Context: an optimization exercise on an open-source flow, tuned for small area, a short achievable clock period and few clock cycles per item. The choices shown serve that exercise and are no tape-out recipe.
Function was checked by simulation only, so behaviour that the tests miss may differ from the original.

==> flow/design.v (outline; a module is shown in full before it is edited, if it fits) <==
// module lattice_interp: 1665 lines
// module lattice_fa: 10 lines
module lattice_interp (
  input  wire        clk,
  input  wire        rst,
  input  wire        in_valid,
  input  wire [63:0] in_x,         
  output wire        in_ready,
  output reg         mem_rd,
  output reg  [16:0] mem_addr,
  input  wire [15:0] mem_rdata,    
  output reg         out_valid,
  output reg  [15:0] out_y
);
  // ...
==> flow/run.sh <==
#!/bin/bash
# synth_recipe.tcl (not shown) runs the flow's synth.tcl, then flattens the netlist and writes it again
# the make line also repeats each setting of config.mk as NAME=value (left out here)
make -C /OpenROAD-flow-scripts/flow DESIGN_CONFIG=/design/flow/config.mk WORK_HOME=/design/flow/orfs CLKGATE_MAP_FILE= SYNTH_SCRIPT=/design/flow/synth_recipe.tcl finish
==> flow/config.mk <==
export PLATFORM = sky130hd
export DESIGN_NAME = lattice_interp
export DESIGN_NICKNAME = lattice_interp
export VERILOG_FILES = /design/flow/design.v
export SDC_FILE = /design/flow/constraint.sdc
export NUM_CORES = 4
export LEC_CHECK = 0
export CAP_MARGIN = 20
export CORE_MARGIN = 2
export CORE_UTILIZATION = 40
export CTS_BUF_LIST = sky130_fd_sc_hd__clkbuf_4
export SLEW_MARGIN = 20
export SYNTH_HIERARCHICAL = 1
==> flow/constraint.sdc <==
create_clock -name core_clock -period 10.0 [get_ports {clk}]
set_input_delay 2.0000 -clock core_clock [delete_from_list [all_inputs] [get_ports {clk}]]
set_output_delay 2.0000 -clock core_clock [all_outputs]
set_load 0.01 [all_outputs]
==> metrics.yaml, run 1 <==
drt:
  drtPass1Iterations: 5
  routed_wl_um: 50300
  viasPerCell: 5.17
  wl_met2_um: 24300
critical_path:
  rr_endpoint: "accn_c[18]$_DFF_P_"
  rrSetupSlack_ns: 5.85
  crit_family: "adder cells"
  crit_path_end: "accn_c[18]$_DFF_P_"
  critPathRequiredTime_ns: 10.67
  cp_common_cell: "fa_1"
  cp.depth: 7
  path_class: "flop to flop"
hold_path:
  holdPathEnd: "w2[8]$_DFF_P_"
  min_from: "w_reg[8]$_DFF_P_"
status:
  status: "finished clean"
logic_synthesis:
  ys_ff_latch: 278
  ys_async_sr_fraction_pct: 0
  synth-edff-count: 80
  yosysUniqueCellTypes: 64
  yosys.area.top_type: "fa_1"
  synthXorXnorAreaFrac_pct: 2.44
place:
  dp.final_hpwl_um: 38800
  dpl.cell_count: 2511
timing:
  fin_hold_ws_ns: 0.326
  setup_viol: 0
  fin_crit_ns: 4.15
layout:
  multi_input_area_um2: 13000
  final_nets: 2475
  bufAreaShareNonClock_pct: 5.36
  inverters: 100
grt:
  gr-usage-met2_pct: 33.4
  track_usage_pct: 20.0
  antenna_found_initial: 4
  gr-max-usage-layer: "met2"
die:
  chipHeight_um: 228
  n_tap_cell: 672
clocking:
  cts_tree: "built"
  clkSlewWorstSetupHoldPaths_ns: 0.06
Testbench counts, summed over its fixed seeds: cycles 9,405, items 2,048.
==> inputs of run 2 (changes only) <==
==> flow/flow/run.sh (new file) <==
#!/bin/bash
# Standard layout, with plain buffers (buf_2) on the ports instead of the
# delay buffers the port-buffering step picks by default, and timing repair
# aiming at a shorter period than the 10 ns clock.
set -euo pipefail
bash standard.sh "BUFFER_PORTS_ARGS=-buffer_cell sky130_fd_sc_hd__buf_2" SETUP_SLACK_MARGIN=6.3 finish > standard.log 2>&1
==> flow/standard.sh (new file) <==
#!/bin/bash
# synth_recipe.tcl (not shown) runs the flow's synth.tcl, then flattens the netlist and writes it again
# the make line also repeats each setting of config.mk as NAME=value (left out here)
make -C /OpenROAD-flow-scripts/flow DESIGN_CONFIG=/design/flow/config.mk WORK_HOME=/design/flow/orfs CLKGATE_MAP_FILE= SYNTH_SCRIPT=/design/flow/synth_recipe.tcl "${@:-finish}"
removed: flow/run.sh
==> metrics.yaml, run 2 <==
status:
  status: "finished clean"
place:
  post-place-ws_ns: 5.93
  portBuffers: 118
  dp.final_hpwl_um: 38800  # -0.21%
  place_congestion: 0.911
layout:
  final_cell_mix: "nand2_1 (285), fa_1 (282), ha_1 (183)"
  drive_above_1_share_pct: 23.5
  areaGrowthSynthToFinish_pct: 15.6
  final_util_pct: 46.6
  final_nets: 2555  # +3.2%
  final_common_cell: "nand2_1"
  top_register: "x_r"
  largest_register_ffs: 64
  reg_top3: "x_r: 64 flops, accn_c: 32 flops, accn_s: 32 flops"
logic_synthesis:
  synth_most_common_cell: "fa_1"
  yosys.area_share.simple_pct: 13.0
  synth_area_um2: 20100
  ys_seq_area_share_pct: 31.6
  synthAdderAreaFrac_pct: 40.0
  synthCells: 1801
  ys_async_sr_fraction_pct: 0  # unchanged
  synth.area.top_cells: "fa_1 (28%), dfxtp_1 (20%), edfxtp_1 (12%), ha_1 (12%), nand2_1 (5.3%)"
  synth_nets: 2355
  synthXorXnorAreaFrac_pct: 2.44  # unchanged
  synth-compound-area-share_pct: 7.73
  yosysUniqueCellTypes: 64  # unchanged
  ys_warn_count: 7
  yosys.area.top_type: "fa_1"
  synthTopCellsByCount: "fa_1 (286), nand2_1 (285), dfxtp_1 (198)"
  yosys.area.top_type_share_pct: 28.5
  ys_ff_latch: 278  # unchanged
  synth_flop_cell: "dfxtp_1"
  avgSynthCellArea_um2: 11.2
  synth-edff-count: 80  # unchanged
  synth_top_family_by_area: "adder cells"
  muxShareOfSynthArea_pct: 1.65
timing:
  tightest_slew_ns: 0.762
  final.setup.worst_slack_ns: 6.39
  slew_viol_final: 0
  tns_ns: 0
  fmax_mhz: 277
  fin_crit_sh_pct: 36.1
  rsz0062_at_grt: "true"
  fin_crit_ns: 3.61  # -0.548 ns
  hold_viol: 0
  relSlewSlack_pct: 49.1
  fin_skew_ns: 0.0504
  setup_viol: 0  # unchanged
  fin_hold_ws_ns: 0.323  # -0.00260 ns
grt:
  grt_pass1_vias: 15400
  grt_overflow: 0
  track_usage_pct: 20.5  # +0.53 points
  grt_max_degree: 63
  antenna_found_initial: 4  # unchanged
  grt_pass1_wl_um: 82700
critical_path:
  worst_setup_path_end_kind: "flop"
  cp.depth: 7  # unchanged
  cp_common_cell: "fa_1"
  crit_chain: "nand2_1 > fa_1 > fa_1 > fa_1 > fa_1 > fa_1 > fa_1"
  crit_path_end: "accn_c[18]$_DFF_P_"
  crit_path_start_kind: "flop"
  ff2ff_path_depth: 7
  rr_endpoint: "accn_c[18]$_DFF_P_"
  r2r-start: "rd_r[9]$_DFF_P_"
  crit_family: "adder cells"
  crit_buf_inv: 0
  path_class: "flop to flop"
  critPathRequiredTime_ns: 10.66  # about the same
  crit_start: "rd_r[9]$_DFF_P_"
  arrival_ns: 4.27
  slowest_delay_ns: 0.59
  cp_slowest_cell: "fa_1"
  critPathMaxFanout: 16
  rrSetupSlack_ns: 6.39  # +0.55 ns
drt:
  viasPerCell: 5.18  # +0.10%
  drtPass1Iterations: 5  # unchanged
  drc: 0
  wl_per_cell_um: 19.1
  routed_wl_um: 52000  # +3.5%
  vias: 14100
  ant_nets: 0
  drt_iter0_drc: 979
die:
  placeableCoreArea_um2: 49900
  rows: 82
  die_x_um: 228
  die_area_um2: 52100
  chipHeight_um: 228  # unchanged
  start_util_pct: 40.4
  pin_count: 119
clocking:
  htreeDepth: 3
  hold_buffers: 0
  clock_latency_ns: 0.79
  cts_root_buffer: "clkbuf_4"
  clockBufferDepth: 3
  cts_made_buffers: 77
  cts.sinks: 278
  clkSlewWorstSetupHoldPaths_ns: 0.06  # about the same
  cts_tree: "built"
flow_run:
  max-cap-violations: 0
hold_path:
  hold_path_class: "flop to flop"
==> run 2: cell count changes in the layout (fill, tap and decap cells not counted), moves of 32 or more <==
cell	delta
buf_4	+72
buf_2	+118
dfxtp_4	+32
dfxtp_1	-34
clkdlybuf4s50_1	-118
==> run 2: worst register-to-register path, stage by stage (launching register included) <==
cell     delay [ns]
dfxtp_4        0.48
nand2_1        0.14
fa_1           0.48
fa_1           0.41
fa_1           0.59
fa_1           0.45
fa_1           0.53
fa_1           0.41
==> run 2: kinds of logic after synthesis <==
logic type	count (synthesis)
mux	30
compound gates	221
fa+ha+maj	471
xor+xnor	56
flops	278
buf+inv	186
simple gates	559
==> run 2: how the worst min path moves through the flow <==
stage	to	cells after the start	startpoint	slack (ns)
after floorplan	first3$_DFF_P_	0	first2$_DFF_P_	0.31
after global placement	w2[10]$_DFF_P_	0	w_reg[10]$_DFF_P_	0.31
after detailed placement	first3$_DFF_P_	0	first2$_DFF_P_	0.31
after CTS	w2[7]$_DFF_P_	0	w_reg[7]$_DFF_P_	0.32
after global routing	w2[7]$_DFF_P_	0	w_reg[7]$_DFF_P_	0.33
final	w2[7]$_DFF_P_	0	w_reg[7]$_DFF_P_	0.32
==> run 2: cell type report <==
type,count,area [µm²]
Timing Repair Buffer,207,1420
Sequential cell,278,6490
Fill cell,4653,26600
Multi-Input combinational cell,1337,13100
Antenna cell,3,7.51
Clock inverter,20,175
Inverter,100,379
Tap cell,672,841
Clock buffer,113,848
==> run 2: modules after synthesis, one instance, submodules excluded <==
module	flops+latches	copies in the design
lattice_interp	278	1
lattice_fa	0	271
==> run 2: stage by stage <==
stage          instances  cell area, µm²
2_1_floorplan       1801           20100
3_3_place_gp        2510           21200
3_5_place_dp        2510           21200
4_1_cts             2663           22600
5_1_grt             2730           23300
6_report            2730           23300
==> run 2: repair_timing <==
| item | CTS | global route |
|---|---|---|
| gates cloned | 2 | 0 |
| pin swaps | 2 | 13 |
| setup endpoints to repair | 26 | 13 |
| resized for setup | 68 | 29 |
| buffers inserted | 18 | 64 |
==> run 2: per-layer routing <==
layer / vias up / global-route usage [%] / routed length [µm]
met5: - / 0 / 23
met4: 4 / 8.46 / 1510
met3: 112 / 4.85 / 3370
met2: 527 / 34.4 / 25400
met1: 6987 / 25.5 / 21700
li1: 6502 / - / -
==> inputs of run 3 (changes only) <==
--- a/flow/config.mk
+++ b/flow/config.mk
@@ -10,3 +10,5 @@
 export CORE_UTILIZATION = 40
-export CTS_BUF_LIST = sky130_fd_sc_hd__clkbuf_4
+export CTS_BUF_LIST = sky130_fd_sc_hd__clkbuf_16
+export CTS_CLUSTER_DIAMETER = 80
+export CTS_CLUSTER_SIZE = 25
 export SLEW_MARGIN = 20
==> metrics.yaml, run 3 <==
timing:
  slew_viol_final: 0  # unchanged
  fin_crit_sh_pct: 36.1  # +0.056 points
  fmax_mhz: 277  # -0.15%
  final.setup.worst_slack_ns: 6.39  # -0.00557 ns
  fin_crit_ns: 3.61  # +0.00557 ns
  setup_viol: 0  # unchanged
  tns_ns: 0  # unchanged
  hold_viol: 0  # unchanged
  rsz0062_at_grt: "true"
  relSlewSlack_pct: 49.2  # +0.082 points
  fin_hold_ws_ns: 0.326  # +0.00350 ns
  fin_skew_ns: 0.0278  # -0.0226 ns
  tightest_slew_ns: 0.760  # -0.00123 ns
critical_path:
  crit_family: "buffers and inverters"
  ff2ff_path_depth: 7  # unchanged
  rrSetupSlack_ns: 6.40  # about the same
  path_class: "flop to output pin"
  critPathMaxFanout: 68  # +52
  cp_slowest_cell: "dfxtp_4"
  critPathRequiredTime_ns: 8.00  # -2.66 ns
  arrival_ns: 1.61  # -2.66 ns
  crit_chain: "clkinvlp_4 > buf_12 > buf_2"
  slowest_delay_ns: 0.40  # -0.19 ns
  crit_buf_inv: 3  # +3
  worst_setup_path_end_kind: "output pin"
  cp.depth: 3  # -4
  crit_path_start_kind: "flop"
clocking:
  cts_tree: "built"
  cts.sinks: 278  # unchanged
  clock_latency_ns: 0.56  # -0.23 ns
  hold_buffers: 0  # unchanged
  clockBufferDepth: 3  # unchanged
  htreeDepth: 1  # -2
  clkSlewWorstSetupHoldPaths_ns: 0.09  # +0.03 ns
  cts_root_buffer: "clkbuf_16"
  cts_made_buffers: 21  # -73%
logic_synthesis:
  synth_most_common_cell: "fa_1"
  synthCells: 1801  # unchanged
  synth-edff-count: 80  # unchanged
  ys_warn_count: 7  # unchanged
  yosysUniqueCellTypes: 64  # unchanged
  synth_area_um2: 20100  # unchanged
  avgSynthCellArea_um2: 11.2  # unchanged
  synth_flop_cell: "dfxtp_1"
  ys_seq_area_share_pct: 31.6  # unchanged
  ys_ff_latch: 278  # unchanged
  synthTopCellsByCount: "fa_1 (286), nand2_1 (285), dfxtp_1 (198)"
  yosys.area.top_type_share_pct: 28.5  # unchanged
  ys_async_sr_fraction_pct: 0  # unchanged
  synth.area.top_cells: "fa_1 (28%), dfxtp_1 (20%), edfxtp_1 (12%), ha_1 (12%), nand2_1 (5.3%)"
  synth_nets: 2355  # unchanged
  yosys.area.top_type: "fa_1"
grt:
  grt_max_degree: 69  # +9.5%
  grt_pass1_vias: 14800  # -3.6%
  antenna_found_initial: 2  # -2
  grt_overflow: 0  # unchanged
  track_usage_pct: 19.7  # -0.83 points
  grt_pass1_wl_um: 80600  # -2.6%
drt:
  vias: 13700  # -3.0%
  wl_met3_um: 3070  # -8.8%
  wl_met1_um: 21300  # -1.9%
  wl_per_cell_um: 19.3  # +1.3%
  drc: 0  # unchanged
  drt_iter0_drc: 871  # -11%
  top_layer: "met5"
  wl_met2_um: 24200  # -4.7%
  routed_wl_um: 50500  # -3.0%
  ant_nets: 0  # unchanged
  viasPerCell: 5.24  # +1.2%
  drtPass1Iterations: 5  # unchanged
place:
  place_congestion: 0.911  # unchanged
  portBuffers: 118  # unchanged
  dp.final_hpwl_um: 38800  # unchanged
  dpl.cell_count: 2510  # unchanged
  place_area_um2: 21200  # unchanged
  post-place-ws_ns: 5.93  # unchanged
die:
  die_area_um2: 52100  # unchanged
  die_x_um: 228  # unchanged
  start_util_pct: 40.4  # unchanged
  placeableCoreArea_um2: 49900  # unchanged
  rows: 82  # unchanged
  chipHeight_um: 228  # unchanged
  pin_count: 119  # unchanged
layout:
  nFillCells: 4672  # +0.41%
  areaGrowthSynthToFinish_pct: 13.3
  register_area_um2: 6490  # about the same
  fin_cells: 2615  # -4.2%
  top_register: "x_r"
  final_nets: 2483  # -2.8%
  final_cell_mix: "nand2_1 (283), fa_1 (283), ha_1 (183)"
  multi_input_area_um2: 13100  # +0.11%
  design_area_um2: 22800  # -2.0%
  drive_above_1_share_pct: 19.6  # -3.9 points
  reg_top3: "x_r: 64 flops, accn_c: 32 flops, accn_s: 32 flops"
  largest_register_ffs: 64  # unchanged
  diodes: 0  # -3
hold_path:
  holdPathStages: 0  # unchanged
  hold_path_class: "flop to flop"
status:
  status: "finished clean"
flow_run:
  max-cap-violations: 0  # unchanged
run 3: cell counts after synthesis:
No cell type changed its count.
run 3: path summary, 6_finish.rpt:
| kind | start | endpoint |
|---|---|---|
| worst max-delay path | act$_SDFF_PP0_ | in_ready |
| worst min register to register | w_reg[1]$_DFF_P_ | w2[1]$_DFF_P_ |
| worst max register to register | w2[12]$_DFF_P_ | accn_c[18]$_DFF_P_ |
| worst min-delay path | w_reg[1]$_DFF_P_ | w2[1]$_DFF_P_ |
run 3: kinds of logic after synthesis:
kind of cell / count (synthesis) / share of synthesized area, %
mux: 30 / 1.65
fa+ha+maj: 471 / 40.0
xor+xnor: 56 / 2.44
compound gates: 221 / 7.74
buf+inv: 186 / 3.59
flops: 278 / 31.6
simple gates: 559 / 13.0
run 3: layout make-up:
type / instances / share of cell area (%)
clock buffers: 21 / 2.30
repair buffers: 191 / 5.34
flip-flops and latches: 278 / 28.4
inverters: 100 / 1.66
multi-input cells: 1337 / 57.5
clock inverters: 16 / 1.04
well taps: 672 / 3.69
run 3: per-module statistics from Yosys, one instance, submodules excluded:
module	area, µm²	flip-flops and latches	times used
lattice_interp	14700	278	1
lattice_fa	20.0	0	271
run 3: timing repair:
item / in CTS / in global routing
pin swaps: 1 / 18
endpoints found under the setup margin: 26 / 15
endpoints found under the hold margin: 0 / 0
cloned: 0 / 0
setup buffers: 13 / 55
resized for setup: 63 / 32
run 3: routing by layer:
layer,vias up,track usage [%]
li1,6302,-
met1,6822,25.3
met2,460,33.6
met3,116,3.61
met4,4,6.27
met5,-,0
run 3: per-stage QoR:
step,utilization [%]
final,45.7
after global routing,45.7
after CTS,44.6
after detailed placement,42.6
after global placement,42.6
after floorplan,-
==> inputs of run 4 (changes only) <==
--- a/flow/config.mk
+++ b/flow/config.mk
@@ -10,5 +10,5 @@
 export CORE_UTILIZATION = 40
-export CTS_BUF_LIST = sky130_fd_sc_hd__clkbuf_16
-export CTS_CLUSTER_DIAMETER = 80
-export CTS_CLUSTER_SIZE = 25
+export CTS_BUF_LIST = sky130_fd_sc_hd__clkbuf_8
+export CTS_CLUSTER_DIAMETER = 60
+export CTS_CLUSTER_SIZE = 16
 export SLEW_MARGIN = 20
==> metrics.yaml, run 4 <==
status:
  status: "finished clean"
flow_run:
  max-cap-violations: 0  # unchanged
clocking:
  cts_root_buffer: "clkbuf_8"
  cts_tree: "built"
  cts_made_buffers: 28  # +33%
  htreeDepth: 1  # unchanged
  cts.sinks: 278  # unchanged
  clock_latency_ns: 0.65  # +0.09 ns
  clkSlewWorstSetupHoldPaths_ns: 0.09  # about the same
  clockBufferDepth: 3  # unchanged
grt:
  grt_max_degree: 63  # -8.7%
  grt_overflow: 0  # unchanged
  track_usage_pct: 19.8  # +0.14 points
  antenna_found_initial: 3  # +1
  grt_pass1_wl_um: 81100  # +0.66%
  grt_pass1_vias: 15000  # +1.1%
layout:
  design_area_um2: 23000  # +0.80%
  register_area_um2: 6490  # about the same
  areaGrowthSynthToFinish_pct: 14.2
  drive_above_1_share_pct: 21.0  # +1.5 points
  multi_input_area_um2: 13100  # about the same
  nFillCells: 4661  # -0.24%
  final_common_cell: "nand2_1"
  final_cell_mix: "nand2_1 (283), fa_1 (281), ha_1 (183)"
  reg_top3: "x_r: 64 flops, accn_c: 32 flops, accn_s: 32 flops"
  fin_cells: 2650  # +1.3%
  final_nets: 2511  # +1.1%
  top_register: "x_r"
  largest_register_ffs: 64  # unchanged
drt:
  drt_iter0_drc: 951  # +9.2%
  ant_nets: 0  # unchanged
  drc: 0  # unchanged
  drtPass1Iterations: 5  # unchanged
  viasPerCell: 5.21  # -0.53%
  routed_wl_um: 50800  # +0.73%
  vias: 13800  # +0.80%
  wl_per_cell_um: 19.2  # -0.60%
logic_synthesis:
  synth_flop_cell: "dfxtp_1"
  synth-edff-count: 80  # unchanged
  synthTopCellsByCount: "fa_1 (286), nand2_1 (285), dfxtp_1 (198)"
  ys_async_sr_fraction_pct: 0  # unchanged
  yosys.area.top_type_share_pct: 28.5  # unchanged
  ys_ff_latch: 278  # unchanged
  synthCells: 1801  # unchanged
  synth.area.top_cells: "fa_1 (28%), dfxtp_1 (20%), edfxtp_1 (12%), ha_1 (12%), nand2_1 (5.3%)"
  ys_seq_area_share_pct: 31.6  # unchanged
  yosysUniqueCellTypes: 64  # unchanged
  yosys.area.top_type: "fa_1"
  synth_nets: 2355  # unchanged
  avgSynthCellArea_um2: 11.2  # unchanged
  synth_area_um2: 20100  # unchanged
  synth_most_common_cell: "fa_1"
  ys_warn_count: 7  # unchanged
timing:
  setup_viol: 0  # unchanged
  relSlewSlack_pct: 48.4  # -0.72 points
  tightest_slew_ns: 0.771  # +0.0107 ns
  fin_skew_ns: 0.0528  # +0.0251 ns
  slew_viol_final: 0  # unchanged
  rsz0062_at_grt: "true"
  fin_hold_ws_ns: 0.328  # +0.00146 ns
  hold_viol: 0  # unchanged
  fin_crit_sh_pct: 36.3  # +0.20 points
  fin_crit_ns: 3.63  # +0.0200 ns
  tns_ns: 0  # unchanged
  fmax_mhz: 275  # -0.55%
die:
  placeableCoreArea_um2: 49900  # unchanged
  pin_count: 119  # unchanged
  die_x_um: 228  # unchanged
  start_util_pct: 40.4  # unchanged
  die_area_um2: 52100  # unchanged
  rows: 82  # unchanged
  chipHeight_um: 228  # unchanged
place:
  dp.final_hpwl_um: 38800  # unchanged
  dpl.cell_count: 2510  # unchanged
  place_congestion: 0.911  # unchanged
  portBuffers: 118  # unchanged
  place_area_um2: 21200  # unchanged
critical_path:
  worst_setup_path_end_kind: "flop"
  critPathRequiredTime_ns: 10.49  # +2.49 ns
  path_class: "flop to flop"
  crit_path_start_kind: "flop"
  critPathMaxFanout: 8  # -88%
  arrival_ns: 4.12  # +2.51 ns
hold_path:
  hold_path_class: "flop to flop"
-- run 4: through the flow --
step / util [%] / setup WS [ns]
CTS: 44.9 / 6.26
global placement: 42.6 / 6.01
global route: 46.1 / 6.22
finish: 46.1 / 6.37
floorplan: - / 6.24
detailed placement: 42.6 / 5.93
-- run 4: cell families after synthesis --
logic type | after synthesis | share of synthesized area (%)
xor+xnor | 56 | 2.44
buf+inv | 186 | 3.59
simple gates | 559 | 13.0
mux | 30 | 1.65
fa+ha+maj | 471 | 40.0
compound gates | 221 | 7.74
flops | 278 | 31.6
-- run 4: path summary, 6_finish.rpt --
path | start | endpoint | slack, ns | depth (start not counted)
min reg2reg | w_reg[8]$_DFF_P_ | w2[8]$_DFF_P_ | 0.33 | 0
min | w_reg[8]$_DFF_P_ | w2[8]$_DFF_P_ | 0.33 | 0
max reg2reg | w2[12]$_DFF_P_ | accn_c[18]$_DFF_P_ | 6.37 | 7
max | w2[12]$_DFF_P_ | accn_c[18]$_DFF_P_ | 6.37 | 7
-- run 4: area by class of cell --
cell class | instances | share of cell area [%]
multi-input cells | 1337 | 57.1
flip-flops and latches | 278 | 28.2
repair buffers | 212 | 6.18
well taps | 672 | 3.66
clock buffers | 29 | 1.74
inverters | 100 | 1.65
clock inverters | 21 | 1.44
diodes | 1 | 0.0109
-- run 4: timing repair --
item	in CTS	in global routing
gates cloned	1	0
resized for setup	70	29
hold buffers	0	0
setup buffers	30	58
endpoints found under the setup margin	26	16
pin swaps	1	18
-- run 4: critical path, cell delays in order, from the launching register on --
cell and delay, ns:
dfxtp_4 0.44, nand2_1 0.11, fa_1 0.57, fa_1 0.43, fa_1 0.53, fa_1 0.45
fa_1 0.53, fa_1 0.41
-- run 4: layer usage --
metal	GRT usage [%]	wire length, µm
met5	0	23
met1	25.6	21500
met4	6.25	1660
met2	33.9	24500
met3	3.54	3120
-- run 4: modules after synthesis (local to each module, per instance) --
module	copies in the design	flip-flops and latches	cells inside	area, µm²
lattice_interp	1	278	1530	14700
lattice_fa	271	0	1	20.0
==> inputs of run 5 (changes only) <==
--- a/flow/flow/run.sh
+++ b/flow/flow/run.sh
@@ -5,2 +5,2 @@
 set -euo pipefail
-bash standard.sh "BUFFER_PORTS_ARGS=-buffer_cell sky130_fd_sc_hd__buf_2" SETUP_SLACK_MARGIN=6.3 finish > standard.log 2>&1
+bash standard.sh "BUFFER_PORTS_ARGS=-buffer_cell sky130_fd_sc_hd__buf_2" SETUP_SLACK_MARGIN=6.7 finish > standard.log 2>&1
--- a/flow/config.mk
+++ b/flow/config.mk
@@ -10,5 +10,3 @@
 export CORE_UTILIZATION = 40
-export CTS_BUF_LIST = sky130_fd_sc_hd__clkbuf_8
-export CTS_CLUSTER_DIAMETER = 60
-export CTS_CLUSTER_SIZE = 16
+export CTS_BUF_LIST = sky130_fd_sc_hd__clkbuf_4
 export SLEW_MARGIN = 20
==> metrics.yaml, run 5 <==
timing:
  slew_viol_final: 0  # unchanged
  hold_viol: 0  # unchanged
  fin_crit_ns: 3.58  # -0.0556 ns
  fin_skew_ns: 0.0476  # -0.00524 ns
  fin_hold_ws_ns: 0.317  # -0.0111 ns
  setup_viol: 0  # unchanged
  tightest_slew_ns: 0.821  # +0.0498 ns
  rsz0062_at_grt: "true"
  relSlewSlack_pct: 45.3  # -3.2 points
  tns_ns: 0  # unchanged
  fmax_mhz: 280  # +1.6%
  fin_crit_sh_pct: 35.8  # -0.56 points
critical_path:
  critPathRequiredTime_ns: 10.67  # +0.18 ns
  rr_endpoint: "accn_c[18]$_DFF_P_"
  critPathMaxFanout: 6  # -2
  crit_path_end: "accn_c[18]$_DFF_P_"
  path_class: "flop to flop"
  ff2ff_path_depth: 7  # unchanged
  arrival_ns: 4.25  # +0.13 ns
  rrSetupSlack_ns: 6.42  # +0.06 ns
  r2r-start: "w2[15]$_DFF_P_"
  crit_start: "w2[15]$_DFF_P_"
  crit_path_start_kind: "flop"
  worst_setup_path_end_kind: "flop"
drt:
  routed_wl_um: 55300  # +8.8%
  ant_nets: 0  # unchanged
  drtPass1Iterations: 6  # +1
  drc: 0  # unchanged
  wl_per_cell_um: 19.5  # +1.7%
  viasPerCell: 5.21  # -0.15%
  vias: 14800  # +6.9%
  drt_iter0_drc: 964  # +1.4%
layout:
  drive_above_1_share_pct: 34.4  # +13 points
  largest_register_ffs: 64  # unchanged
  fin_cells: 2836  # +7.0%
  nFillCells: 4459  # -4.3%
  areaGrowthSynthToFinish_pct: 23.1
  final_nets: 2657  # +5.8%
  design_area_um2: 24800  # +7.8%
  reg_top3: "x_r: 64 flops, accn_c: 32 flops, accn_s: 32 flops"
  final_common_cell: "nand2_1"
  top_register: "x_r"
  final_cell_mix: "nand2_1 (252), fa_1 (184), ha_1 (182)"
clocking:
  clockBufferDepth: 3  # unchanged
  hold_buffers: 0  # unchanged
  cts_tree: "built"
  cts.sinks: 278  # unchanged
  clkSlewWorstSetupHoldPaths_ns: 0.07  # -0.02 ns
  cts_root_buffer: "clkbuf_4"
  htreeDepth: 3  # +2
  cts_made_buffers: 80  # +190%
  clock_latency_ns: 0.81  # +0.16 ns
logic_synthesis:
  synth_flop_cell: "dfxtp_1"
  yosys.area.top_type_share_pct: 28.5  # unchanged
  synth-edff-count: 80  # unchanged
  ys_seq_area_share_pct: 31.6  # unchanged
  synthCells: 1801  # unchanged
  ys_async_sr_fraction_pct: 0  # unchanged
  synthTopCellsByCount: "fa_1 (286), nand2_1 (285), dfxtp_1 (198)"
  synth.area.top_cells: "fa_1 (28%), dfxtp_1 (20%), edfxtp_1 (12%), ha_1 (12%), nand2_1 (5.3%)"
  yosysUniqueCellTypes: 64  # unchanged
  ys_ff_latch: 278  # unchanged
  avgSynthCellArea_um2: 11.2  # unchanged
  synth_nets: 2355  # unchanged
  synth_area_um2: 20100  # unchanged
  yosys.area.top_type: "fa_1"
  synth_most_common_cell: "fa_1"
  ys_warn_count: 7  # unchanged
grt:
  gr-usage-met2_pct: 36.0  # +2.1 points
  antenna_found_initial: 3  # unchanged
  use_met3_pct: 5.53  # +2.0 points
  grt_max_degree: 68  # +7.9%
  gr-max-usage-layer: "met2"
  grt_pass1_wl_um: 86600  # +6.9%
  grt_pass1_vias: 16000  # +6.9%
  met1_usage_pct: 25.9  # +0.27 points
  grt_overflow: 0  # unchanged
  track_usage_pct: 21.6  # +1.7 points
hold_path:
  holdPathStages: 0  # unchanged
  hold_path_class: "flop to flop"
die:
  chipHeight_um: 228  # unchanged
  placeableCoreArea_um2: 49900  # unchanged
  die_area_um2: 52100  # unchanged
  die_x_um: 228  # unchanged
  pin_count: 119  # unchanged
  start_util_pct: 40.4  # unchanged
  rows: 82  # unchanged
place:
  place_congestion: 0.898  # -1.3%
  place_area_um2: 21300  # +0.46%
  dpl.cell_count: 2510  # unchanged
  portBuffers: 118  # unchanged
  dp.final_hpwl_um: 39000  # +0.59%
flow_run:
  max-cap-violations: 0  # unchanged
status:
  status: "finished clean"
==> run 5: cell counts after synthesis <==
Identical to the previous run, type by type.
==> run 5: timing repair <==
action,in CTS,in global routing
cloned,2,0
resized for setup,196,112
buffers inserted,151,30
pin swaps,46,63
endpoints found under the hold margin,0,0
setup endpoints to repair,102,93
==> run 5: worst min path at each step <==
stage,start,to
3_5_place_dp,w_reg[1]$_DFF_P_,w2[1]$_DFF_P_
3_3_place_gp,first2$_DFF_P_,first3$_DFF_P_
6_report,w_reg[9]$_DFF_P_,w2[9]$_DFF_P_
5_1_grt,w_reg[9]$_DFF_P_,w2[9]$_DFF_P_
2_1_floorplan,first2$_DFF_P_,first3$_DFF_P_
4_1_cts,w_reg[9]$_DFF_P_,w2[9]$_DFF_P_
==> run 5: layout make-up <==
class / count / area (µm²) / area share (%)
Antenna cell: 1 / 2.50 / 0.0101
Inverter: 100 / 379 / 1.53
Tap cell: 672 / 841 / 3.39
Timing Repair Buffer: 306 / 2470 / 9.96
Clock buffer: 114 / 856 / 3.45
Multi-Input combinational cell: 1337 / 13600 / 54.8
Clock inverter: 28 / 123 / 0.495
Sequential cell: 278 / 6520 / 26.3
==> run 5: through the flow <==
stage | utilization (%) | setup WS, ns
final | 49.7 | 6.42
after global routing | 49.7 | 6.37
after CTS | 48.4 | 6.40
after detailed placement | 42.8 | 5.92
after global placement | 42.8 | 6.01
after floorplan | - | 6.41
==> run 5: layer usage <==
metal | up-vias | routed length (µm)
li1 | 6707 | -
met1 | 7266 | 22000
met2 | 607 | 27000
met3 | 178 | 3800
met4 | 4 | 2560
met5 | - | 23
==> run 5: cells by family (layout without fill, tap and decap cells) <==
logic type      after synthesis  count (layout)  synth area share [%]
compound gates              221             221                  7.74
simple gates                559             559                  13.0
buf+inv                     186             548                  3.59
other cells                   0               1                     0
fa+ha+maj                   471             471                  40.0
xor+xnor                     56              56                  2.44
mux                          30              30                  1.65
flops                       278             278                  31.6
==> run 5: critical path: stages (launching register included) <==
cell     delay (ns)
dfxtp_4        0.43
nand2_4        0.07
fa_1           0.56
fa_2           0.45
fa_2           0.56
fa_1           0.44
fa_1           0.52
fa_2           0.43
==> run 5: per-module statistics from Yosys (local to each module, per instance) <==
module | copies in the design | area, µm²
lattice_interp | 1 | 14700
lattice_fa | 271 | 20.0

port drivers added, routing unchanged:
Ports are ideal in the flow. The routed layouts listed here were re-timed in OpenROAD. Step 1, drivers: a clkbuf_16 drives clk and a buf_2 each remaining input, both assumed. Step 2 also shifts input and output timing later by t, the mid clock arrival at the registers, as if the neighbouring blocks saw the same clock. Three values: no drivers, after step 1, after step 2; two values: the first two.
| run | t, ns | setup slack, ns | hold slack, ns | pins driven straight from the clock port |
|---|---|---|---|---|
| run 1 | 0.857 | 5.845 / 5.845 / 5.845 | 0.326 / 0.326 / 0.326 | 1 |
| run 2 | 0.828 | 6.393 / 6.393 / 6.393 | 0.323 / 0.323 / 0.323 | 1 |
| run 3 | 0.603 | 6.387 / 6.335 / 6.403 | 0.326 / 0.326 / 0.326 | 1 |
| run 4 | 0.676 | 6.367 / 6.343 / 6.367 | 0.328 / 0.328 / 0.328 | 1 |
| run 5 | 0.831 | 6.423 / 6.423 / 6.423 | 0.317 / 0.317 / 0.317 | 1 |
After both steps setup and hold are still met in every run listed.
